This is an optimization exercise on Yosys and OpenROAD, whose aim is small area, not a production implementation.
In this exercise RTL edits were held to simulation tests only and were not proved equivalent to the original.
Power is estimated from default activity; no workload was simulated.

--- design/flow/constraint.sdc ---
create_clock -name core_clock -period 14.0 [get_ports {clk}]
set_input_delay 2.8000 -clock core_clock [delete_from_list [all_inputs] [get_ports {clk}]]
set_output_delay 2.8000 -clock core_clock [all_outputs]
set_load 0.01 [all_outputs]
--- design/flow/config.mk ---
export PLATFORM = sky130hd
export DESIGN_NAME = spw_breaker
export DESIGN_NICKNAME = spw_breaker
export VERILOG_FILES = /design/flow/design.v
export SDC_FILE = /design/flow/constraint.sdc
export NUM_CORES = 4
export LEC_CHECK = 0
export CAP_MARGIN = 20
export CORE_MARGIN = 2
export CORE_UTILIZATION = 62
export PLACE_DENSITY = 0.7
export SLEW_MARGIN = 20
--- design/flow/design.v ---
module spw_breaker (
    input             clk,
    input             rst,           
    input             cfg_we,
    input             cfg_re,
    input      [3:0]  cfg_addr,
    input      [31:0] cfg_wdata,
    output reg [31:0] cfg_rdata,
    input             en,            
    input             smp_valid,
    input      [11:0] smp_i,         
    output reg        trip,
    output     [1:0]  trip_cause,    
    output     [7:0]  trip_point,    
    output     [11:0] trip_i,        
    output            inrush_active
);
    function gt12(input [11:0] a, input [11:0] b);
        integer n;
        begin
            gt12 = 1'b0;
            for (n = 0; n < 12; n = n + 1)
                gt12 = (a[n] & ~b[n]) | ((a[n] | ~b[n]) & gt12);
        end
    endfunction
    function [3:0] dstep(input [2:0] r, input b);
        case ({r, b})
            4'b000_0: dstep = {1'b0, 3'd0};
            4'b000_1: dstep = {1'b0, 3'd1};
            4'b001_0: dstep = {1'b0, 3'd2};
            4'b001_1: dstep = {1'b0, 3'd3};
            4'b010_0: dstep = {1'b0, 3'd4};
            4'b010_1: dstep = {1'b1, 3'd0};
            4'b011_0: dstep = {1'b1, 3'd1};
            4'b011_1: dstep = {1'b1, 3'd2};
            4'b100_0: dstep = {1'b1, 3'd3};
            default:  dstep = {1'b1, 3'd4};
        endcase
    endfunction
    reg [7:0]  i_inst;
    reg [7:0]  t_inrush;
    reg [6:0]  ramp;                 
    reg        auto_on;
    reg        action;
    reg        on;
    reg [15:0] main_pt   [0:7];
    reg [15:0] inrush_pt [0:7];
    reg [11:0] hist [0:7];           
    reg [3:0]  hcnt;                 
    reg [14:0] hsum;                 
    reg [11:0] i_peak;
    reg [7:0]  wq;                   
    reg [6:0]  wr;                   
    reg        win;                  
    reg [13:0] lo [0:7];             
    reg [4:0]  hi [0:7];             
    reg        cs;                   
    reg        cz;                   
    reg        inst_prev;
    reg        t_inst, t_win;
    reg [2:0]  t_pt;
    assign inrush_active = win;
    wire eval = smp_valid && en;
    reg [11:0] q5;
    reg [2:0]  rem;
    reg [3:0]  dv;
    integer b;
    always @(*) begin
        rem = 3'd0;
        for (b = 11; b >= 0; b = b - 1) begin
            dv    = dstep(rem, smp_i[b]);
            q5[b] = dv[3];
            rem   = dv[2:0];
        end
    end
    wire rnz = (rem != 3'd0);
    wire inst_over = gt12({2'd0, q5[9:1], q5[0] | rnz}, {3'd0, i_inst, 1'b0});
    wire       wr_ctrl   = cfg_we && (cfg_addr == 4'd0);
    wire       wr_curve  = cfg_we && (cfg_addr >= 4'd2) && (cfg_addr <= 4'd5);
    wire       wr_inrush = cfg_we && (cfg_addr >= 4'd6) && (cfg_addr <= 4'd9);
    wire [1:0] wr_pair   = cfg_addr[1:0] - 2'd2;
    wire       wr_set_w  = win ? wr_inrush : wr_curve;         
    wire       cs_next   = eval ? win : cs;
    wire       wr_set_c  = cs_next ? wr_inrush : wr_curve;     
    wire valid = !cz && (cs == win);
    reg [7:0]  pt_trip;
    reg [7:0]  pt_hit, pt_g, pt_one, pt_e0, pt_wm;
    reg [15:0] pt;
    reg [14:0] pre [0:7];            
    reg [5:0]  hpre [0:7];           
    integer k, n;
    always @(*) begin
        for (k = 0; k < 8; k = k + 1) begin
            pt = win ? inrush_pt[k] : main_pt[k];
            pt_hit[k] = (pt[15:8] != 8'd0) && (pt[4:0] != 5'd0) &&
                        gt12({1'b0, q5[9:0], rnz}, {3'd0, pt[15:8], 1'b0});
            pt_e0[k] = (pt[7:5] == 3'd0);
            pre[k][0] = 1'b1;
            for (n = 0; n < 14; n = n + 1)
                pre[k][n+1] = pre[k][n] & lo[k][n];
            hpre[k][0] = 1'b1;
            for (n = 0; n < 5; n = n + 1)
                hpre[k][n+1] = hpre[k][n] & hi[k][n];
            case (pt[7:5])
                3'd0: pt_wm[k] = 1'b1;
                3'd1: pt_wm[k] = pre[k][2];
                3'd2: pt_wm[k] = pre[k][4];
                3'd3: pt_wm[k] = pre[k][6];
                3'd4: pt_wm[k] = pre[k][8];
                3'd5: pt_wm[k] = pre[k][10];
                3'd6: pt_wm[k] = pre[k][12];
                default: pt_wm[k] = pre[k][14];
            endcase
            pt_g[k]   = eval && pt_hit[k] && valid;
            pt_one[k] = eval && pt_hit[k] && !valid;
            pt_trip[k] = eval && pt_hit[k] &&
                         (valid ? (pt_wm[k] && ((hi[k] ^ hpre[k][4:0]) == pt[4:0]))
                                : (pt_e0[k] && (pt[4:0] == 5'd1))) &&
                         !(wr_set_w && wr_pair == k[2:1]);
        end
    end
    wire inst_trip = eval && inst_over && inst_prev;
    wire any_trip  = inst_trip || (pt_trip != 8'd0);
    reg [2:0] first_pt;
    integer j;
    always @(*) begin
        first_pt = 3'd0;
        for (j = 7; j >= 0; j = j - 1)
            if (pt_trip[j]) first_pt = j[2:0];
    end
    assign trip_cause = {t_inst | t_win, t_inst | ~t_win};
    assign trip_point = {{5{t_inst}}, t_pt | {3{t_inst}}};
    assign trip_i     = hist[0];
    reg keep, keep1, hg;
    integer i;
    always @(posedge clk) begin
        for (i = 0; i < 8; i = i + 1) begin
            keep  = !(wr_set_c && wr_pair == i[2:1]) && !(eval && !pt_hit[i]);
            keep1 = keep && !(eval && !valid);
            hg    = pt_g[i] && pt_wm[i];
            lo[i] <= (lo[i] ^ ({14{pt_g[i]}} & pre[i][13:0])) & {{13{keep1}}, keep};
            lo[i][0] <= keep && (pt_one[i] || (lo[i][0] ^ pt_g[i]));
            hi[i] <= (hi[i] ^ ({5{hg}} & hpre[i][4:0])) & {{4{keep1}}, keep};
            hi[i][0] <= keep && (pt_one[i] ? pt_e0[i] : (hi[i][0] ^ hg));
        end
        cz <= rst || !en || any_trip || (cz && !smp_valid);
        if (eval) cs <= win;
    end
    wire       w_step = smp_valid && (wq != 8'd255);
    wire       w_wrap = (wr == 7'd124);
    wire [7:0] wq_n = (rst || !en) ? 8'd0 : (w_step && w_wrap) ? wq + 8'd1 : wq;
    wire [6:0] wr_n = (rst || !en) ? 7'd0 : w_step ? (w_wrap ? 7'd0 : wr + 7'd1) : wr;
    wire [7:0] t_n  = rst ? 8'd20 : wr_ctrl ? cfg_wdata[23:16] : t_inrush;
    always @(posedge clk) begin
        wq  <= wq_n;
        wr  <= wr_n;
        t_inrush <= t_n;
        win <= gt12({4'd0, t_n}, {4'd0, wq_n});
    end
    wire [31:0] pt_wd = cfg_wdata & {32{~rst}};
    integer p;
    always @(posedge clk) begin
        for (p = 0; p < 4; p = p + 1) begin
            if (rst || (wr_curve && wr_pair == p[1:0])) begin
                main_pt[2*p]     <= pt_wd[15:0];
                main_pt[2*p+1]   <= pt_wd[31:16];
            end
            if (rst || (wr_inrush && wr_pair == p[1:0])) begin
                inrush_pt[2*p]   <= pt_wd[15:0];
                inrush_pt[2*p+1] <= pt_wd[31:16];
            end
        end
    end
    reg [31:0] rd_val;
    integer r;
    always @(*) begin
        rd_val = ({i_inst, t_inrush, 1'b0, ramp, 3'd0, auto_on, action, 2'd0, on}
                  & {32{cfg_addr == 4'd0}})
               | ({hsum[14:3], i_peak, 8'd0} & {32{cfg_addr == 4'd1}});
        for (r = 0; r < 4; r = r + 1) begin
            rd_val = rd_val
                   | ({main_pt[2*r+1], main_pt[2*r]} & {32{cfg_addr == r + 2}})
                   | ({inrush_pt[2*r+1], inrush_pt[2*r]} & {32{cfg_addr == r + 6}});
        end
    end
    wire [11:0] h_old = hcnt[3] ? hist[7] : 12'd0;
    always @(posedge clk) begin
        t_inst <= inst_over && inst_prev;
        t_win  <= win;
        t_pt   <= first_pt;
        cfg_rdata <= rd_val;
        if (smp_valid) begin
            for (i = 7; i > 0; i = i - 1)
                hist[i] <= hist[i-1];
            hist[0] <= smp_i;
        end
        if (rst) begin
            i_inst    <= 8'd255;
            ramp      <= 7'd4;
            auto_on   <= 1'b0;
            action    <= 1'b1;
            on        <= 1'b0;
            hcnt      <= 4'd0;
            hsum      <= 15'd0;
            i_peak    <= 12'd0;
            inst_prev <= 1'b0;
            trip      <= 1'b0;
        end else begin
            if (cfg_re && cfg_addr == 4'd1)
                i_peak <= smp_valid ? smp_i : 12'd0;
            else if (smp_valid && gt12(smp_i, i_peak))
                i_peak <= smp_i;
            if (smp_valid) begin
                hsum <= hsum + {3'd0, smp_i} + {3'b111, ~h_old} + 15'd1;
                if (!hcnt[3]) hcnt <= hcnt + 4'd1;
            end
            if (!en || any_trip)
                inst_prev <= 1'b0;
            else if (smp_valid)
                inst_prev <= inst_over;
            trip <= any_trip;
            if (cfg_we) begin
                case (cfg_addr)
                    4'd0: begin
                        i_inst   <= (cfg_wdata[31:24] == 8'd0) ? 8'd1 : cfg_wdata[31:24];
                        ramp     <= (cfg_wdata[15:8] == 8'd0) ? 7'd1 :
                                    gt12({4'd0, cfg_wdata[15:8]}, 12'd100) ? 7'd100 :
                                    cfg_wdata[14:8];
                        auto_on  <= cfg_wdata[4];
                        action   <= cfg_wdata[3];
                        on       <= cfg_wdata[0];
                    end
                    default: ;
                endcase
            end
        end
    end
endmodule
--- design/flow/standard.sh ---
#!/bin/bash
# synth_recipe.tcl (not shown) runs the flow's synth.tcl, then flattens the netlist and writes it again
# the make line also repeats each setting of config.mk as NAME=value (left out here)
make -C /OpenROAD-flow-scripts/flow DESIGN_CONFIG=/design/flow/config.mk WORK_HOME=/design/flow/orfs CLKGATE_MAP_FILE= SYNTH_SCRIPT=/design/flow/synth_recipe.tcl "${@:-finish}"
--- design/flow/flow/abc_area.script ---
strash
dc2
dc2
dch -f
amap -m
topo
dnsize -c
--- design/flow/flow/run.sh ---
#!/bin/bash
# Own layout flow: the standard synthesis with an area-oriented ABC mapping of
# the combinational logic (registers are mapped before ABC and stay as the
# standard synthesis makes them), then the standard layout steps with
# smaller port buffers and a clock tree without dummy loads.
set -euo pipefail
W=$(pwd)
F=$W/flow

# ---- synthesis
cat > $W/own_synth.tcl <<EOF
proc abc {args} {
  set i [lsearch -exact \$args -script]
  if {\$i >= 0} { lset args [expr {\$i+1}] $F/abc_area.script }
  yosys abc {*}\$args
}
source $W/synth_recipe.tcl
EOF
make -C $FLOW_HOME DESIGN_CONFIG=$W/config.mk WORK_HOME=$W/orfs CLKGATE_MAP_FILE= \
  SYNTH_SCRIPT=$W/own_synth.tcl synth > $W/synth.log 2>&1

# ---- layout
export BUFFER_PORTS_ARGS="-buffer_cell sky130_fd_sc_hd__buf_1"
export CTS_ARGS="-sink_clustering_enable -repair_clock_nets -dont_use_dummy_load -buf_list {sky130_fd_sc_hd__clkbuf_8} -sink_clustering_size ${OWN_CLUSTER_SIZE:-18} -sink_clustering_max_diameter ${OWN_CLUSTER_DIAM:-50}"
bash $W/standard.sh > $W/layout.log 2>&1
==> results of run 1 <==
## power breakdown
group	internal (mW)	total, mW	switching (mW)
registers	2.06	2.14	0.0812
clock network	0.331	0.887	0.556
logic	0.207	0.629	0.422
## cell usage in the layout (no fill, tap or decap), drive strengths merged, types with 54 or more instances in the layout
cell type	count
nor2	327
clkinv	258
ha	59
nand2	160
edfxtp	352
dfxtp	266
a211oi	76
buf	144
a21oi	142
clkbuf	54
o21ai	116
a222oi	80
o22ai	137
nor3	83
## flip-flops by register name, summed over array words and instances, names as in the netlist, 3 cells and up
signal	cells
hcnt	4
lo	112
t_pt	3
wr	7
i_peak	12
hi	40
cfg_rdata	32
i_inst	8
main_pt	128
ramp	7
wq	8
t_inrush	8
hist	96
hsum	15
inrush_pt	128
## routing by layer
layer / up-vias / routed length (um) / track usage (%)
met2: 1218 / 34710 / 53.18
li1: 10090 / - / -
met5: - / 13 / 0
met1: 10370 / 30390 / 46.46
met4: 2 / 3831 / 16.45
met3: 212 / 8415 / 6.928
## cell families (layout without fill, tap and decap cells)
group,count (synthesis),after routing,synth area share [%]
XOR/XNOR,4,4,0.1299
buffers and inverters,264,457,3.743
AND/OR/NAND/NOR,780,780,13.32
flip-flops,618,618,58.92
other,0,3,0
AO/OA/AOI/OAI,784,784,20.26
adder cells (fa/ha/maj),71,71,3.627
## worst max-delay path: cells and delay by family
kind                   cells  cell delay, ns
AND/OR/NAND/NOR           28            3.58
AO/OA/AOI/OAI             19            4.62
buffers and inverters     10            1.40
## worst max-delay path by stage
| stage | start | to | cells after the start |
|---|---|---|---|
| 6_report | smp_i[10] | cz$_DFF_P_ | 57 |
| 5_1_grt | smp_i[10] | cz$_DFF_P_ | 59 |
| 4_1_cts | smp_i[10] | cz$_DFF_P_ | 57 |
| 3_5_place_dp | smp_i[10] | cz$_DFF_P_ | 57 |
| 3_3_place_gp | smp_i[10] | cz$_DFF_P_ | 57 |
| 2_1_floorplan | smp_i[11] | cz$_DFF_P_ | 57 |
## layout make-up
class,instances,area [um2]
fill,3355,13750
tap,585,732.0
sequential,618,15900
timing repair buffer,146,691.9
clock buffer,52,715.7
inverter,259,973.4
multi-input combinational,1639,10210
antenna,3,7.507
==> impl_metrics.py, run 1 <==
metrics = {
    "power": {
        "leakage_nw": 9.622,
        "power.density_nw_per_um2": 125.0,
        "irDropWorstVdd_uv": 93.45,
        "p_total_mw": 3.655,
    },
    "logic_synthesis": {
        "synth_fp_nets": 2646,
        "synthTopCellsByCount": "edfxtp_1, nor2_1, dfxtp_1",
        "synth_flop_cell": "edfxtp_1",
        "ys_ff_latch": 618,
        "synth_top_area_share_pct": 39.18,
        "synth_area_per_cell_um2": 10.70,
        "yosys-top-cells-area": "edfxtp_1, dfxtp_1, nor2_1, clkinv_1, o22ai_1",
        "synth_cell_types": 55,
        "synth_area_um2": 26980,
        "synth_most_common_cell": "edfxtp_1",
        "yosysSeqAreaShare_pct": 58.92,
        "synth_edf_count": 352,
        "synth_cells": 2521,
        "synthArstFlopShare_pct": 0,
        "ys_warn_count": 8,
        "yosys.area.top_type": "edfxtp_1",
    },
    "routing": {
        "wl_mm": 77.37,
        "wl_per_cell_um": 23.43,
        "drt_iter0_markers": 2886,
        "drt-vias-per-instance": 6.629,
        "vias": 21890,
        "drc": 0,
        "ant_nets": 0,
        "firstDrtPassIters": 9,
    },
    "timing": {
        "hold_violations": 0,
        "maxSlewHeadroom_pct": 26.35,
        "final.setup.tns_ns": 0,
        "period_share_pct": 84.51,
        "slew_violations": 0,
        "fmax_mhz": 84.52,
        "fin_ws_ns": 2.168,
        "skew_ns": 0.1065,
        "rsz0062_at_grt": "no",
        "hold_slack_ns": 0.4016,
        "setup_viol": 0,
        "tightestPinTransition_ns": 1.102,
        "period_needed_ns": 11.83,
    },
    "worst_setup_path": {
        "reg2reg_slack_ns": 7.46,
        "critPathKind": "in2reg",
        "cp_slowest_cell": "o21ai_0",
        "slowest_delay_ns": 0.52,
        "crit_top_cell": "nor2_1",
        "cp.arrival_ns": 12.40,
        "r2r_end": "inst_prev$_SDFFE_PP0P_",
        "required_ns": 14.57,
        "start_kind": "input port",
        "rr_worst_depth": 23,
        "endpoint_kind": "register",
        "crit_fanout": 5,
        "rr_startpoint": "win$_DFF_P_",
    },
    "global_routing": {
        "gr-total-overflow": 0,
        "antenna_found_initial": 4,
        "grt_pass1_vias": 20420,
        "grt_max_degree": 77,
        "grt_pass1_wl_mm": 117.3,
        "grt.total_usage_pct": 34.28,
    },
    "hold_path": {
        "whs_endpoint": "hist[3][7]$_DFFE_PP_",
        "min_path_type": "reg2reg",
        "min_path_cells": 0,
        "hold_start": "hist[2][7]$_DFFE_PP_",
    },
    "placement": {
        "place_inst": 3247,
        "globalplace.congestion": 0.9319,
        "dp_worst_setup_slack_ns": 1.825,
        "post_dp_cell_area_um2": 28510,
        "port_buffers": 109,
        "dp_hpwl_mm": 52.30,
    },
    "cts": {
        "clock_latency_ns": 0.71,
        "cts.sinks": 618,
        "ctsHoldBuffers": 0,
        "htree_levels": 2,
        "clockBufferDepth": 3,
        "cts_tree": "built",
        "path_clk_slew_ns": 0.09,
        "cts-resized-gates": 0,
        "cts_inserted_buffers": 52,
        "post_cts.repair.setup_buffers": 0,
        "cts_root_buffer": "clkbuf_8",
    },
    "floorplan": {
        "fp.dieW_um": 212.6,
        "io-pin-count": 110,
        "die_h_um": 212.6,
        "start_util_pct": 62.76,
        "die-area_um2": 45190,
        "coreArea_um2": 42980,
        "num_rows": 76,
    },
    "final_layout": {
        "layout-drive-gt1-share_pct": 4.053,
        "nNetsFinal": 2841,
        "instances_no_fill": 3302,
        "syn2layout_area_growth_pct": 8.363,
        "stdcell_area_um2": 29230,
        "fin_util_pct": 68.01,
    },
    "flow_run": {
        "maxCapViolations": 0,
    },
    "outcome": {
        "outcome": "complete, no violations",
    },
}
==> inputs of run 2 (changes only) <==
--- a/design/flow/flow/run.sh
+++ b/design/flow/flow/run.sh
@@ -22,4 +22,6 @@
 # ---- layout
 export BUFFER_PORTS_ARGS="-buffer_cell sky130_fd_sc_hd__buf_1"
 export CTS_ARGS="-sink_clustering_enable -repair_clock_nets -dont_use_dummy_load -buf_list {sky130_fd_sc_hd__clkbuf_8} -sink_clustering_size ${OWN_CLUSTER_SIZE:-18} -sink_clustering_max_diameter ${OWN_CLUSTER_DIAM:-50}"
+# keep repair buffers small: no buffers above buf_2 in the layout steps
+export DONT_USE_CELLS="sky130_fd_sc_hd__buf_4 sky130_fd_sc_hd__buf_6 sky130_fd_sc_hd__buf_8 sky130_fd_sc_hd__buf_12 sky130_fd_sc_hd__buf_16"
 bash $W/standard.sh > $W/layout.log 2>&1
==> run 2 against run 1 <==
  * Maximum frequency unchanged
  * Worst setup slack unchanged
  * Register-to-register slack about the same
  * Sequential share of layout area unchanged
  * Core utilization unchanged
  * Highest routed layer unchanged
  * Largest power group unchanged
  * Critical endpoint unchanged
==> impl_metrics.py, run 2 <==
metrics = {
    "final_layout": {
        "syn2layout_area_growth_pct": 8.363,
        "instances_no_fill": 3302,
        "layout.cells.most_common_list": "edfxtp_1, nor2_1, dfxtp_1",
        "nNetsFinal": 2841,
        "layout-drive-gt1-share_pct": 4.053,
        "mostFrequentLayoutCell": "edfxtp_1",
        "top_regs": "inrush_pt x128, main_pt x128, lo x112",
    },
    "worst_setup_path": {
        "critPathKind": "in2reg",
        "cp.depth": 57,
        "endpoint": "cz$_DFF_P_",
        "rr_startpoint": "win$_DFF_P_",
        "crit_top_cell": "nor2_1",
        "crit_fanout": 5,
        "slowest_delay_ns": 0.52,
        "cp.arrival_ns": 12.40,
        "r2r_end": "inst_prev$_SDFFE_PP0P_",
        "cp_top_family": "compound AO/OA/AOI/OAI gates",
        "required_ns": 14.57,
        "crit_buf_inv": 10,
        "cp_slowest_cell": "o21ai_0",
        "endpoint_kind": "register",
        "reg2reg_slack_ns": 7.46,
        "critPathLaunch": "smp_i[10]",
        "rr_worst_depth": 23,
        "start_kind": "input port",
    },
    "cts": {
        "cts-resized-gates": 0,
        "htree_levels": 2,
        "cts_inserted_buffers": 52,
        "cts_root_buffer": "clkbuf_8",
        "path_clk_slew_ns": 0.09,
        "ctsHoldBuffers": 0,
        "cts_tree": "built",
        "clockBufferDepth": 3,
        "cts.sinks": 618,
        "post_cts.repair.setup_buffers": 0,
        "clock_latency_ns": 0.71,
    },
    "logic_synthesis": {
        "synthTopCellsByCount": "edfxtp_1, nor2_1, dfxtp_1",
        "synth_cells": 2521,
        "synth_edf_count": 352,
        "synth_area_um2": 26980,
        "ys_ff_latch": 618,
        "synth_flop_cell": "edfxtp_1",
        "yosysSeqAreaShare_pct": 58.92,
        "synth_area_per_cell_um2": 10.70,
        "synthArstFlopShare_pct": 0,
        "synth_most_common_cell": "edfxtp_1",
        "synth_cell_types": 55,
        "yosys-top-cells-area": "edfxtp_1, dfxtp_1, nor2_1, clkinv_1, o22ai_1",
        "synth_top_area_share_pct": 39.18,
        "yosys.area.top_type": "edfxtp_1",
        "synth_fp_nets": 2646,
        "ys_warn_count": 8,
    },
    "timing": {
        "skew_ns": 0.1065,
        "rsz0062_at_grt": "no",
        "period_share_pct": 84.51,
        "final.setup.tns_ns": 0,
        "hold_violations": 0,
        "slew_violations": 0,
        "tightestPinTransition_ns": 1.102,
        "period_needed_ns": 11.83,
        "setup_viol": 0,
        "maxSlewHeadroom_pct": 26.35,
        "fmax_mhz": 84.52,
    },
    "flow_run": {
        "maxCapViolations": 0,
    },
    "routing": {
        "firstDrtPassIters": 9,
        "wl_mm": 77.37,
        "wl_per_cell_um": 23.43,
        "drt_iter0_markers": 2886,
        "ant_nets": 0,
        "vias": 21890,
        "drc": 0,
        "drt-vias-per-instance": 6.629,
    },
    "floorplan": {
        "num_rows": 76,
        "coreArea_um2": 42980,
        "io-pin-count": 110,
        "fp.dieW_um": 212.6,
        "die_h_um": 212.6,
        "die-area_um2": 45190,
        "start_util_pct": 62.76,
    },
    "global_routing": {
        "gr-total-overflow": 0,
        "grt_pass1_vias": 20420,
        "grt.total_usage_pct": 34.28,
        "grt_max_degree": 77,
        "grt_pass1_wl_mm": 117.3,
        "antenna_found_initial": 4,
    },
    "power": {
        "irDropWorstVdd_uv": 93.45,
        "power.density_nw_per_um2": 125.0,
        "leakage_nw": 9.622,
    },
    "placement": {
        "port_buffers": 109,
        "place_inst": 3247,
        "globalplace.congestion": 0.9319,
        "dp_hpwl_mm": 52.30,
    },
    "outcome": {
        "outcome": "complete, no violations",
    },
    "hold_path": {
        "min_path_type": "reg2reg",
    },
}
[run 2: cells by family (layout without fill, tap and decap cells)]
kind of cell | after synthesis | count (layout) | share of synthesized area (%)
AO/OA/AOI/OAI | 784 | 784 | 20.26
AND/OR/NAND/NOR | 780 | 780 | 13.32
flip-flops | 618 | 618 | 58.92
buffers and inverters | 264 | 457 | 3.743
adder cells (fa/ha/maj) | 71 | 71 | 3.627
XOR/XNOR | 4 | 4 | 0.1299
other | 0 | 3 | 0
[run 2: final cells by class]
class                           instances  area (um2)
Antenna cell                            3       7.507
Clock buffer                           52       715.7
Tap cell                              585       732.0
Sequential cell                       618       15900
Fill cell                            3355       13750
Multi-Input combinational cell       1639       10210
Inverter                              259       973.4
Timing Repair Buffer                  146       691.9
[run 2: stage by stage]
stage | worst slack (ns) | util [%] | hold slack (ns) | area (um2) | power (mW)
after floorplan | 3.707 | - | 0.4003 | 26980 | 2.564
after CTS | 2.473 | 67.99 | 0.4070 | 29220 | 3.652
after detailed placement | 1.825 | 66.33 | 0.4045 | 28510 | 2.788
after global placement | 2.270 | 66.33 | 0.4006 | 28510 | 2.768
after global routing | 0.8618 | 68.00 | 0.4067 | 29230 | 3.806
final | 2.168 | 68.01 | 0.4016 | 29230 | 3.655
[run 2: worst register-to-register path, stage by stage, from the launching register on]
cell       delay, ns
dfxtp_4         0.56
clkinv_2        0.65
buf_4           0.59
buf_4           0.39
o22ai_1         0.36
o22ai_1         0.13
a21oi_1         0.19
a221oi_1        0.07
nor2_1          0.14
a221oi_1        0.06
nor2_1          0.14
o21ai_0         0.10
a222oi_1        0.63
clkinv_1        0.28
nor2_1          0.21
clkinv_1        0.16
a221oi_1        0.78
and4b_1         0.37
o21ai_0         0.15
nand2b_1        0.12
nand2b_1        0.12
a2111oi_0       0.08
nand2_1         0.12
nor2_1          0.05
[run 2: worst min-delay path by stage]
stage / start / end / slack [ns] / depth (start not counted)
5_1_grt: hist[2][7]$_DFFE_PP_ / hist[3][7]$_DFFE_PP_ / 0.41 / 0
3_3_place_gp: hist[1][10]$_DFFE_PP_ / hist[2][10]$_DFFE_PP_ / 0.40 / 0
6_report: hist[2][7]$_DFFE_PP_ / hist[3][7]$_DFFE_PP_ / 0.40 / 0
3_5_place_dp: hist[2][11]$_DFFE_PP_ / hist[3][11]$_DFFE_PP_ / 0.40 / 0
4_1_cts: hist[2][7]$_DFFE_PP_ / hist[3][7]$_DFFE_PP_ / 0.41 / 0
2_1_floorplan: hist[1][0]$_DFFE_PP_ / hist[2][0]$_DFFE_PP_ / 0.40 / 0
[run 2: metal layers]
| metal | global-route usage [%] | vias up | part of all wire (%) |
|---|---|---|---|
| met3 | 6.928 | 212 | 11 |
| met4 | 16.45 | 2 | 5.0 |
| met1 | 46.46 | 10370 | 39 |
| li1 | - | 10090 | - |
| met5 | 0 | - | 0.017 |
| met2 | 53.18 | 1218 | 45 |
[run 2: power breakdown]
part	switching [mW]	internal [mW]
combinational	0.422	0.207
sequential	0.0812	2.06
clock	0.556	0.331
==> inputs of run 3 (changes only) <==
--- a/design/flow/design.v
+++ b/design/flow/design.v
@@ -92,7 +92,7 @@
     always @(*) begin
         for (k = 0; k < 8; k = k + 1) begin
             pt = win ? inrush_pt[k] : main_pt[k];
-            pt_hit[k] = (pt[15:8] != 8'd0) && (pt[4:0] != 5'd0) &&
+            pt_hit[k] = (pt[15:8] != 8'd0) &&
                         gt12({1'b0, q5[9:0], rnz}, {3'd0, pt[15:8], 1'b0});
             pt_e0[k] = (pt[7:5] == 3'd0);
             pre[k][0] = 1'b1;
@@ -114,7 +114,7 @@
             pt_g[k]   = eval && pt_hit[k] && valid;
             pt_one[k] = eval && pt_hit[k] && !valid;
             pt_trip[k] = eval && pt_hit[k] &&
-                         (valid ? (pt_wm[k] && ((hi[k] ^ hpre[k][4:0]) == pt[4:0]))
+                         (valid ? (pt_wm[k] && !hpre[k][5] && ((hi[k] ^ hpre[k][4:0]) == pt[4:0]))
                                 : (pt_e0[k] && (pt[4:0] == 5'd1))) &&
                          !(wr_set_w && wr_pair == k[2:1]);
         end
@@ -183,6 +183,10 @@
                    | ({inrush_pt[2*r+1], inrush_pt[2*r]} & {32{cfg_addr == r + 6}});
         end
     end
+    wire pk_load = rst || (cfg_re && cfg_addr == 4'd1) ||
+                   (smp_valid && gt12(smp_i, i_peak));
+    always @(posedge clk)
+        if (pk_load) i_peak <= smp_i & {12{smp_valid && !rst}};
     wire [11:0] h_old = hcnt[3] ? hist[7] : 12'd0;
     always @(posedge clk) begin
         t_inst <= inst_over && inst_prev;
@@ -202,14 +206,9 @@
             on        <= 1'b0;
             hcnt      <= 4'd0;
             hsum      <= 15'd0;
-            i_peak    <= 12'd0;
             inst_prev <= 1'b0;
             trip      <= 1'b0;
         end else begin
-            if (cfg_re && cfg_addr == 4'd1)
-                i_peak <= smp_valid ? smp_i : 12'd0;
-            else if (smp_valid && gt12(smp_i, i_peak))
-                i_peak <= smp_i;
             if (smp_valid) begin
                 hsum <= hsum + {3'd0, smp_i} + {3'b111, ~h_old} + 15'd1;
                 if (!hcnt[3]) hcnt <= hcnt + 4'd1;
--- a/design/flow/flow/run.sh
+++ b/design/flow/flow/run.sh
@@ -22,6 +22,4 @@
 # ---- layout
 export BUFFER_PORTS_ARGS="-buffer_cell sky130_fd_sc_hd__buf_1"
 export CTS_ARGS="-sink_clustering_enable -repair_clock_nets -dont_use_dummy_load -buf_list {sky130_fd_sc_hd__clkbuf_8} -sink_clustering_size ${OWN_CLUSTER_SIZE:-18} -sink_clustering_max_diameter ${OWN_CLUSTER_DIAM:-50}"
-# keep repair buffers small: no buffers above buf_2 in the layout steps
-export DONT_USE_CELLS="sky130_fd_sc_hd__buf_4 sky130_fd_sc_hd__buf_6 sky130_fd_sc_hd__buf_8 sky130_fd_sc_hd__buf_12 sky130_fd_sc_hd__buf_16"
 bash $W/standard.sh > $W/layout.log 2>&1
--- a/design/flow/config.mk
+++ b/design/flow/config.mk
@@ -5,8 +5,8 @@
 export SDC_FILE = /design/flow/constraint.sdc
 export NUM_CORES = 4
 export LEC_CHECK = 0
-export CAP_MARGIN = 20
+export CAP_MARGIN = 5
 export CORE_MARGIN = 2
 export CORE_UTILIZATION = 62
 export PLACE_DENSITY = 0.7
-export SLEW_MARGIN = 20
+export SLEW_MARGIN = 5
==> run 3 against run 2 <==
  * Still clean on timing, DRC and antenna
  * Sequential share of layout area increased by 0.77 points
  * Non-clock buffer count fell by 6
  * Core utilization is 0.44 points lower
  * Clock-buffer cell count decreased by 2
  * Die area decreased by 0.34%
  * Final cell count is 1.7% lower
  * Register-to-register slack better by 0.12 ns
  * Hold slack worse by 0.0097 ns
  * Clock power decreased by 2%
  * Sequential power about the same
  * Critical endpoint unchanged
==> impl_metrics.py, run 3 <==
metrics = {
    "outcome": {
        "outcome": "complete, no violations",
    },
    "worst_setup_path": {
        "cp.depth": 50,
        "cp_slowest_cell": "o21ai_0",
        "rr_startpoint": "win$_DFF_P_",
        "critPathLaunch": "smp_i[11]",
        "rr_worst_depth": 24,
        "required_ns": 14.54,
        "critPathKind": "in2reg",
        "cp.arrival_ns": 12.66,
        "slowest_delay_ns": 0.53,
        "reg2reg_slack_ns": 7.58,
        "endpoint_kind": "register",
        "r2r_end": "cz$_DFF_P_",
        "cp_top_family": "compound AO/OA/AOI/OAI gates",
        "crit_buf_inv": 7,
        "crit_fanout": 6,
        "crit_top_cell": "nor2_1",
        "start_kind": "input port",
    },
    "timing": {
        "fmax_mhz": 82.50,
        "skew_ns": 0.05684,
        "period_share_pct": 86.58,
        "tightestPinTransition_ns": 1.337,
        "hold_slack_ns": 0.3919,
        "slew_violations": 0,
        "period_needed_ns": 12.12,
        "setup_viol": 0,
        "final.setup.tns_ns": 0,
        "hold_violations": 0,
        "maxSlewHeadroom_pct": 10.24,
        "rsz0062_at_grt": "no",
    },
    "routing": {
        "firstDrtPassIters": 10,
        "wl_per_cell_um": 23.88,
        "ant_nets": 0,
        "vias": 21740,
        "drt-vias-per-instance": 6.698,
        "drc": 0,
        "drt_iter0_markers": 2816,
        "wl_mm": 77.51,
    },
    "global_routing": {
        "grt_max_degree": 84,
        "grt.total_usage_pct": 34.20,
        "antenna_found_initial": 1,
        "grt_pass1_vias": 20540,
        "gr-total-overflow": 0,
        "grt_pass1_wl_mm": 116.1,
    },
    "logic_synthesis": {
        "synth_cell_types": 56,
        "synth_area_per_cell_um2": 10.86,
        "synth_fp_nets": 2609,
        "yosys-top-cells-area": "edfxtp_1, dfxtp_1, nor2_1, o22ai_1, clkinv_1",
        "synth_cells": 2476,
        "ys_warn_count": 8,
        "yosys.area.top_type": "edfxtp_1",
        "synth_top_family_by_area": "compound AO/OA/AOI/OAI gates",
        "synth_top_area_share_pct": 40.66,
        "synth_compound_area_share_pct": 19.76,
        "synthTopCellsByCount": "edfxtp_1, nor2_1, dfxtp_1",
        "synth_mux_area_share_pct": 0,
        "yosys.area_share.adder_pct": 4.012,
        "synth_area_um2": 26880,
        "ys_ff_latch": 618,
        "synthArstFlopShare_pct": 0,
        "synth_flop_cell": "edfxtp_1",
        "synth_edf_count": 364,
        "yosysSeqAreaShare_pct": 59.57,
        "synth-xor-area-share_pct": 0.1303,
        "synth_simple_gate_area_share_pct": 13.06,
        "synth_most_common_cell": "edfxtp_1",
    },
    "final_layout": {
        "nNetsFinal": 2796,
        "num_antenna_cells": 0,
        "layout.cells.most_common_list": "edfxtp_1, nor2_1, dfxtp_1",
        "instances_no_fill": 3246,
        "layout-drive-gt1-share_pct": 3.908,
        "mostFrequentLayoutCell": "edfxtp_1",
        "top_regs": "inrush_pt x128, main_pt x128, lo x112",
        "syn2layout_area_growth_pct": 8.033,
    },
    "hold_path": {
        "whs_endpoint": "hist[2][9]$_DFFE_PP_",
        "min_path_type": "reg2reg",
        "min_path_cells": 0,
        "hold_start": "hist[1][9]$_DFFE_PP_",
    },
    "cts": {
        "clock_latency_ns": 0.68,
        "ctsHoldBuffers": 0,
        "cts_root_buffer": "clkbuf_8",
        "htree_levels": 2,
        "cts.sinks": 618,
        "path_clk_slew_ns": 0.10,
        "cts-resized-gates": 0,
        "clockBufferDepth": 3,
        "post_cts.repair.setup_buffers": 0,
        "cts_inserted_buffers": 50,
        "cts_tree": "built",
    },
    "floorplan": {
        "coreArea_um2": 42980,
        "io-pin-count": 110,
        "num_rows": 76,
        "fp.dieW_um": 212.2,
        "die_h_um": 212.2,
        "die-area_um2": 45040,
        "start_util_pct": 62.55,
    },
    "power": {
        "irDropWorstVdd_uv": 100.8,
        "p_total_mw": 3.623,
        "power.density_nw_per_um2": 124.7,
        "leakage_nw": 9.624,
    },
    "flow_run": {
        "maxCapViolations": 0,
    },
    "placement": {
        "globalplace.congestion": 0.9413,
        "port_buffers": 109,
        "place_inst": 3196,
        "dp_hpwl_mm": 52.87,
    },
}
==> run 3: logic make-up (layout without fill, tap and decap cells) <==
| logic type | count (synthesis) | in the layout |
|---|---|---|
| buffers and inverters | 243 | 428 |
| and+or+nand+nor | 778 | 778 |
| xor gates and xnor gates | 4 | 4 |
| AOI/OAI and AO/OA | 754 | 754 |
| DFF | 618 | 618 |
| adders and majority gates | 79 | 79 |
==> run 3: metal layers <==
metal | global-route usage (%) | up-vias | wire length, um
li1 | - | 9923 | -
met1 | 46.34 | 10410 | 30650
met2 | 53.35 | 1186 | 34840
met3 | 6.292 | 222 | 8258
met4 | 17.05 | 2 | 3757
met5 | 0 | - | 13
==> run 3: area by class of cell <==
class	instances	area (um2)
clock buffer	50	688.2
fill	3346	13940
inverter	238	895.9
multi-input combinational	1615	10060
sequential	618	16020
tap	585	732.0
timing repair buffer	140	646.9
==> run 3: worst max-delay path by stage <==
stage	endpoint	slack (ns)
after global placement	cz$_DFF_P_	2.04
final	cz$_DFF_P_	1.88
after global routing	cz$_DFF_P_	0.58
after detailed placement	cz$_DFF_P_	1.57
after floorplan	cz$_DFF_P_	3.80
after CTS	cz$_DFF_P_	2.18
==> run 3: power by group <==
part | switching, mW | internal (mW) | total, mW
registers | 0.0804 | 2.06 | 2.14
logic | 0.413 | 0.200 | 0.613
clock network | 0.549 | 0.319 | 0.867
total | 1.04 | 2.58 | 3.62
==> run 3: metrics by stage <==
stage	utilization [%]	setup WS [ns]	cell area, um2
after global placement	65.97	2.042	28350
after detailed placement	65.97	1.569	28350
after global routing	67.57	0.5808	29040
after floorplan	-	3.800	26880
final	67.57	1.879	29040
after CTS	67.57	2.184	29040
==> inputs of run 4 (changes only) <==
--- a/design/flow/config.mk
+++ b/design/flow/config.mk
@@ -5,8 +5,8 @@
 export SDC_FILE = /design/flow/constraint.sdc
 export NUM_CORES = 4
 export LEC_CHECK = 0
-export CAP_MARGIN = 5
+export CAP_MARGIN = 20
 export CORE_MARGIN = 2
 export CORE_UTILIZATION = 62
 export PLACE_DENSITY = 0.7
-export SLEW_MARGIN = 5
+export SLEW_MARGIN = 20
==> run 4 against run 3 <==
  * Hold slack better by 0.010 ns
  * Sequential cell count unchanged
  * Clock skew up 0.0057 ns
==> impl_metrics.py, run 4 <==
metrics = {
    "outcome": {
        "outcome": "complete, no violations",
    },
    "power": {
        "share_seq_of_total_power_pct": 59.2,
        "irDropWorstVdd_uv": 101.4,
        "combPwrFrac_pct": 17.0,
        "pwr-share-clk_pct": 23.8,
        "power.switching_mw": 1.042,
        "p_sw_share_pct": 28.81,
        "intPower_mw": 2.574,
        "leakage_nw": 9.618,
        "power.density_nw_per_um2": 124.6,
    },
    "final_layout": {
        "stdcell_area_um2": 29030,
        "instances_no_fill": 3245,
        "seqCellArea_um2": 16020,
        "syn2layout_area_growth_pct": 7.996,
        "mostFrequentLayoutCell": "edfxtp_1",
        "num_antenna_cells": 0,
        "multi_input_area_um2": 10060,
        "layout-drive-gt1-share_pct": 3.910,
        "top_regs": "inrush_pt x128, main_pt x128, lo x112",
        "nNetsFinal": 2795,
        "layout.cells.most_common_list": "edfxtp_1, nor2_1, dfxtp_1",
        "fillCellCount": 3352,
    },
    "logic_synthesis": {
        "synth_fp_nets": 2609,
        "synth_cells": 2476,
        "synthArstFlopShare_pct": 0,
        "synth_area_um2": 26880,
        "yosysSeqAreaShare_pct": 59.57,
        "synth_area_per_cell_um2": 10.86,
        "yosys.area.top_type": "edfxtp_1",
        "synthTopCellsByCount": "edfxtp_1, nor2_1, dfxtp_1",
        "ys_ff_latch": 618,
        "synth_cell_types": 56,
        "ys_warn_count": 8,
        "synth_top_area_share_pct": 40.66,
        "yosys-top-cells-area": "edfxtp_1, dfxtp_1, nor2_1, o22ai_1, clkinv_1",
        "synth_edf_count": 364,
        "synth_most_common_cell": "edfxtp_1",
        "synth_flop_cell": "edfxtp_1",
    },
    "global_routing": {
        "grt_pass1_wl_mm": 116.6,
        "grt_max_degree": 84,
        "antenna_found_initial": 0,
        "grt_pass1_vias": 20590,
        "gr-total-overflow": 0,
        "grt.total_usage_pct": 34.25,
    },
    "floorplan": {
        "num_rows": 76,
        "die_h_um": 212.2,
        "start_util_pct": 62.55,
        "io-pin-count": 110,
        "coreArea_um2": 42980,
        "fp.dieW_um": 212.2,
        "die-area_um2": 45040,
    },
    "placement": {
        "post_dp_cell_area_um2": 28360,
        "place_inst": 3196,
        "port_buffers": 109,
        "dp_worst_setup_slack_ns": 1.496,
        "globalplace.congestion": 0.9413,
        "dp_hpwl_mm": 52.78,
    },
    "worst_setup_path": {
        "cp_top_family": "compound AO/OA/AOI/OAI gates",
        "cp.arrival_ns": 12.83,
        "rr_startpoint": "win$_DFF_P_",
        "required_ns": 14.54,
        "reg2reg_slack_ns": 7.56,
        "crit_buf_inv": 7,
        "critPathKind": "in2reg",
        "start_kind": "input port",
        "r2r_end": "cz$_DFF_P_",
        "critPathLaunch": "smp_i[11]",
        "slowest_delay_ns": 0.60,
        "cp.depth": 50,
        "cp_slowest_cell": "o21ai_0",
        "rr_worst_depth": 24,
        "endpoint_kind": "register",
        "crit_fanout": 6,
        "endpoint": "cz$_DFF_P_",
        "crit_top_cell": "nor2_1",
    },
    "cts": {
        "ctsHoldBuffers": 0,
        "cts-resized-gates": 0,
        "htree_levels": 2,
        "cts_inserted_buffers": 49,
        "cts_tree": "built",
        "cts_root_buffer": "clkbuf_8",
        "clockBufferDepth": 3,
        "path_clk_slew_ns": 0.10,
        "cts.sinks": 618,
        "clock_latency_ns": 0.69,
        "post_cts.repair.setup_buffers": 0,
    },
    "routing": {
        "ant_nets": 0,
        "wl_met3_mm": 8.496,
        "wl_met1_mm": 30.51,
        "vias": 21800,
        "wl_per_cell_um": 23.86,
        "drt-vias-per-instance": 6.718,
        "top_layer": "met4",
        "firstDrtPassIters": 8,
        "route.met2.wl_mm": 35.03,
        "wl_mm": 77.41,
        "drt_iter0_markers": 3156,
        "drc": 0,
    },
    "timing": {
        "skew_ns": 0.06259,
        "tightestPinTransition_ns": 1.132,
        "period_needed_ns": 12.30,
        "final.setup.tns_ns": 0,
        "hold_violations": 0,
        "fin_ws_ns": 1.703,
        "fmax_mhz": 81.32,
        "setup_viol": 0,
        "rsz0062_at_grt": "no",
        "period_share_pct": 87.84,
        "slew_violations": 0,
        "maxSlewHeadroom_pct": 24.25,
    },
    "hold_path": {
        "min_path_type": "reg2reg",
    },
    "flow_run": {
        "maxCapViolations": 0,
    },
}
==> run 4: how the worst min path moves through the flow <==
stage | start | endpoint | cells past startpoint
finish | hist[1][9]$_DFFE_PP_ | hist[2][9]$_DFFE_PP_ | 0
global route | hist[2][8]$_DFFE_PP_ | hist[3][8]$_DFFE_PP_ | 0
CTS | hist[1][9]$_DFFE_PP_ | hist[2][9]$_DFFE_PP_ | 0
detailed placement | hist[1][9]$_DFFE_PP_ | hist[2][9]$_DFFE_PP_ | 0
global placement | hist[1][10]$_DFFE_PP_ | hist[2][10]$_DFFE_PP_ | 0
floorplan | hist[1][0]$_DFFE_PP_ | hist[2][0]$_DFFE_PP_ | 0
==> run 4: layer usage <==
layer	up-vias	GRT usage, %
li1	9951	-
met1	10420	46.55
met2	1207	54.04
met3	219	7.061
met4	0	14.15
met5	-	0
==> run 4: worst register-to-register path, delay by kind of cell (launching register included) <==
kind / cells / cell delay, ns
AND/OR/NAND/NOR: 7 / 0.87
AO/OA/AOI/OAI: 12 / 3.14
buffers and inverters: 5 / 1.77
flip-flops: 1 / 0.52
==> run 4: power by group through the flow <==
stage | Combinational, mW | Clock (mW) | Sequential (mW)
3_5_place_dp | 0.596 | 0 | 2.18
4_1_cts | 0.599 | 0.869 | 2.14
3_3_place_gp | 0.581 | 0 | 2.18
2_1_floorplan | 0.399 | 0 | 2.16
6_report | 0.613 | 0.861 | 2.14
5_1_grt | 0.676 | 0.931 | 2.15
==> run 4: area by class of cell <==
type	instances	area share, %
Multi-Input combinational cell	1615	34.67
Timing Repair Buffer	140	2.228
Clock buffer	49	2.323
Inverter	238	3.086
Tap cell	585	2.521
Sequential cell	618	55.18
==> run 4: cell families after synthesis <==
logic type,synth area share [%]
simple gates,13.06
compound gates,19.76
flops,59.57
buf+inv,3.463
fa+ha+maj,4.012
xor+xnor,0.1303
==> run 4: through the flow <==
step / hold WS [ns] / power (mW) / util (%)
global route: 0.4103 / 3.762 / 67.55
floorplan: 0.4003 / 2.559 / -
global placement: 0.4008 / 2.756 / 65.97
finish: 0.4019 / 3.616 / 67.55
CTS: 0.4012 / 3.608 / 67.55
detailed placement: 0.4045 / 2.776 / 65.98
==> inputs of run 5 (changes only) <==
--- a/design/flow/flow/run.sh
+++ b/design/flow/flow/run.sh
@@ -21,5 +21,5 @@
 
 # ---- layout
 export BUFFER_PORTS_ARGS="-buffer_cell sky130_fd_sc_hd__buf_1"
-export CTS_ARGS="-sink_clustering_enable -repair_clock_nets -dont_use_dummy_load -buf_list {sky130_fd_sc_hd__clkbuf_8} -sink_clustering_size ${OWN_CLUSTER_SIZE:-18} -sink_clustering_max_diameter ${OWN_CLUSTER_DIAM:-50}"
+export CTS_ARGS="-sink_clustering_enable -repair_clock_nets -dont_use_dummy_load -buf_list {sky130_fd_sc_hd__clkbuf_8} -sink_clustering_size ${OWN_CLUSTER_SIZE:-22} -sink_clustering_max_diameter ${OWN_CLUSTER_DIAM:-55}"
 bash $W/standard.sh > $W/layout.log 2>&1
==> run 5 against run 4 <==
  * Area after synthesis unchanged
  * Non-clock buffer count did not move
  * Core utilization shrank 0.096 points
  * Final cell count about the same
  * Final area down 0.14%
  * Register-to-register slack improved by 0.15 ns
  * Hold slack worse by 0.015 ns
==> impl_metrics.py, run 5 <==
metrics = {
    "outcome": {
        "outcome": "complete, no violations",
    },
    "global_routing": {
        "grt_max_degree": 84,
        "grt_busiest_layer": "met2",
        "grtUsageMet3_pct": 5.716,
        "grt.total_usage_pct": 34.22,
        "antenna_found_initial": 0,
        "use_met2_pct": 53.85,
        "grt_pass1_vias": 20490,
        "gr-total-overflow": 0,
        "grt_use_met1_pct": 47.13,
        "grt_pass1_wl_mm": 116.4,
    },
    "routing": {
        "vias": 21780,
        "ant_nets": 0,
        "drc": 0,
        "drt_iter0_markers": 3215,
        "drt-vias-per-instance": 6.717,
        "wl_per_cell_um": 23.85,
        "firstDrtPassIters": 10,
        "wl_mm": 77.32,
    },
    "logic_synthesis": {
        "synth_fp_nets": 2609,
        "yosysSeqAreaShare_pct": 59.57,
        "synth_edf_count": 364,
        "synth_flop_cell": "edfxtp_1",
        "synthTopCellsByCount": "edfxtp_1, nor2_1, dfxtp_1",
        "synth_area_um2": 26880,
        "yosys-top-cells-area": "edfxtp_1, dfxtp_1, nor2_1, o22ai_1, clkinv_1",
        "ys_ff_latch": 618,
        "synth_cells": 2476,
        "synth_area_per_cell_um2": 10.86,
        "ys_warn_count": 8,
        "synth_most_common_cell": "edfxtp_1",
        "synthArstFlopShare_pct": 0,
        "synth_cell_types": 56,
        "yosys.area.top_type": "edfxtp_1",
        "synth_top_area_share_pct": 40.66,
    },
    "cts": {
        "clockBufferDepth": 3,
        "cts.sinks": 618,
        "cts-resized-gates": 0,
        "cts_tree": "built",
        "path_clk_slew_ns": 0.11,
        "ctsHoldBuffers": 0,
        "cts_inserted_buffers": 46,
        "htree_levels": 2,
        "post_cts.repair.setup_buffers": 0,
        "clock_latency_ns": 0.69,
        "cts_root_buffer": "clkbuf_8",
    },
    "worst_setup_path": {
        "start_kind": "input port",
        "endpoint_kind": "register",
        "slowest_delay_ns": 0.59,
        "cp_slowest_cell": "o21ai_0",
        "cp.arrival_ns": 12.81,
        "required_ns": 14.59,
        "crit_top_cell": "nor2_1",
        "crit_fanout": 6,
        "reg2reg_slack_ns": 7.71,
        "critPathKind": "in2reg",
    },
    "timing": {
        "fmax_mhz": 81.89,
        "final.setup.tns_ns": 0,
        "hold_violations": 0,
        "setup_viol": 0,
        "maxSlewHeadroom_pct": 25.09,
        "tightestPinTransition_ns": 1.120,
        "rsz0062_at_grt": "no",
        "period_needed_ns": 12.21,
        "period_share_pct": 87.22,
        "slew_violations": 0,
        "skew_ns": 0.07437,
    },
    "floorplan": {
        "coreArea_um2": 42980,
        "num_rows": 76,
        "start_util_pct": 62.55,
        "die_h_um": 212.2,
        "die-area_um2": 45040,
        "fp.dieW_um": 212.2,
        "io-pin-count": 110,
    },
    "placement": {
        "dp_hpwl_mm": 52.78,
        "port_buffers": 109,
        "globalplace.congestion": 0.9413,
    },
    "hold_path": {
        "min_path_type": "reg2reg",
    },
    "final_layout": {
        "nNetsFinal": 2792,
        "layout-drive-gt1-share_pct": 3.801,
        "top_regs": "inrush_pt x128, main_pt x128, lo x112",
        "mostFrequentLayoutCell": "edfxtp_1",
        "syn2layout_area_growth_pct": 7.842,
        "num_antenna_cells": 0,
        "layout.cells.most_common_list": "edfxtp_1, nor2_1, dfxtp_1",
    },
    "power": {
        "leakage_nw": 9.596,
        "p_total_mw": 3.596,
        "irDropWorstVdd_uv": 110.1,
        "power.density_nw_per_um2": 124.0,
    },
    "flow_run": {
        "maxCapViolations": 0,
    },
}
## run 5: cell counts after synthesis
No cell type changed its count.
## run 5: metrics by stage
step / cell area (um2) / worst slack (ns) / hold WS [ns] / std cells / util [%]
after floorplan: 26880 / 3.800 / 0.4003 / 2476 / -
after global placement: 28350 / 2.042 / 0.4008 / 3196 / 65.97
after detailed placement: 28360 / 1.496 / 0.4045 / 3196 / 65.98
after CTS: 28990 / 2.191 / 0.3883 / 3242 / 67.45
after global routing: 28990 / 0.6153 / 0.3860 / 3242 / 67.45
final: 28990 / 1.789 / 0.3873 / 3242 / 67.45
## run 5: worst max-delay path, delay by kind of cell
| family | cells | cell delay (ns) |
|---|---|---|
| AOI/OAI and AO/OA | 22 | 5.46 |
| buffers and inverters | 7 | 1.32 |
| and+or+nand+nor | 21 | 3.22 |
## run 5: area by class of cell
cell class                 instances  area (um2)
inverter                         238       895.9
timing repair buffer             140       646.9
clock buffer                      46       633.1
multi-input combinational       1615       10060
tap                              585       732.0
fill                            3355       13990
sequential                       618       16020
## run 5: final timing paths
kind	depth (start not counted)	startpoint	end
worst max-delay path	50	smp_i[11]	cz$_DFF_P_
worst min-delay path	0	hist[1][7]$_DFFE_PP_	hist[2][7]$_DFFE_PP_
worst max register to register	24	win$_DFF_P_	cz$_DFF_P_
worst min register to register	0	hist[1][7]$_DFFE_PP_	hist[2][7]$_DFFE_PP_
## run 5: power breakdown
group / internal [mW] / total [mW] / switching (mW) / leakage [nW]
clock: 0.295 / 0.841 / 0.547 / 0.331
combinational: 0.200 / 0.613 / 0.413 / 3.65
sequential: 2.06 / 2.14 / 0.0797 / 5.62
total: 2.56 / 3.60 / 1.04 / 9.60
## run 5: logic make-up after synthesis
group	after synthesis	share of synthesized area, %
AOI/OAI and AO/OA	754	19.76
buffers and inverters	243	3.463
DFF	618	59.57
adders and majority gates	79	4.012
xor gates and xnor gates	4	0.1303
and+or+nand+nor	778	13.06
## run 5: layer usage
metal	wire length [um]	share of wire, %	vias up
met1	30350	39	10390
li1	-	-	9930
met5	0	0	-
met2	35020	45	1265
met3	8542	11	197
met4	3406	4.4	0

[separate check: timing with driven ports]
The results above use ideal ports. As a check the final layouts listed here were re-extracted and re-timed, cells and wires unchanged. Step 1 sets driving cells, clkbuf_16 on the clock port and buf_2 on the other inputs (assumed; they add their load-dependent delay and slew). Step 2 times the ports against the registers' clock, not the clock port: input delays grow and output delays shrink by t, the midpoint of the rising clock arrivals with the driver on. a / b / c = no drivers / after step 1 / after step 2; a / b = the first two.
run | t (ns) | setup slack, ns | worst setup path after step 2 | latest minus earliest clock arrival (ns)
run 1 | 0.720 | 2.168 / 2.207 / 1.487 | input to register | 0.107 / 0.107
run 2 | 0.720 | 2.168 / 2.207 / 1.487 | input to register | 0.107 / 0.107
run 3 | 0.712 | 1.879 / 1.914 / 1.202 | input to register | 0.057 / 0.057
run 4 | 0.713 | 1.703 / 1.737 / 1.024 | input to register | 0.064 / 0.063
run 5 | 0.710 | 1.789 / 1.823 / 1.114 | input to register | 0.075 / 0.075
After both steps setup and hold are still met in every run listed.
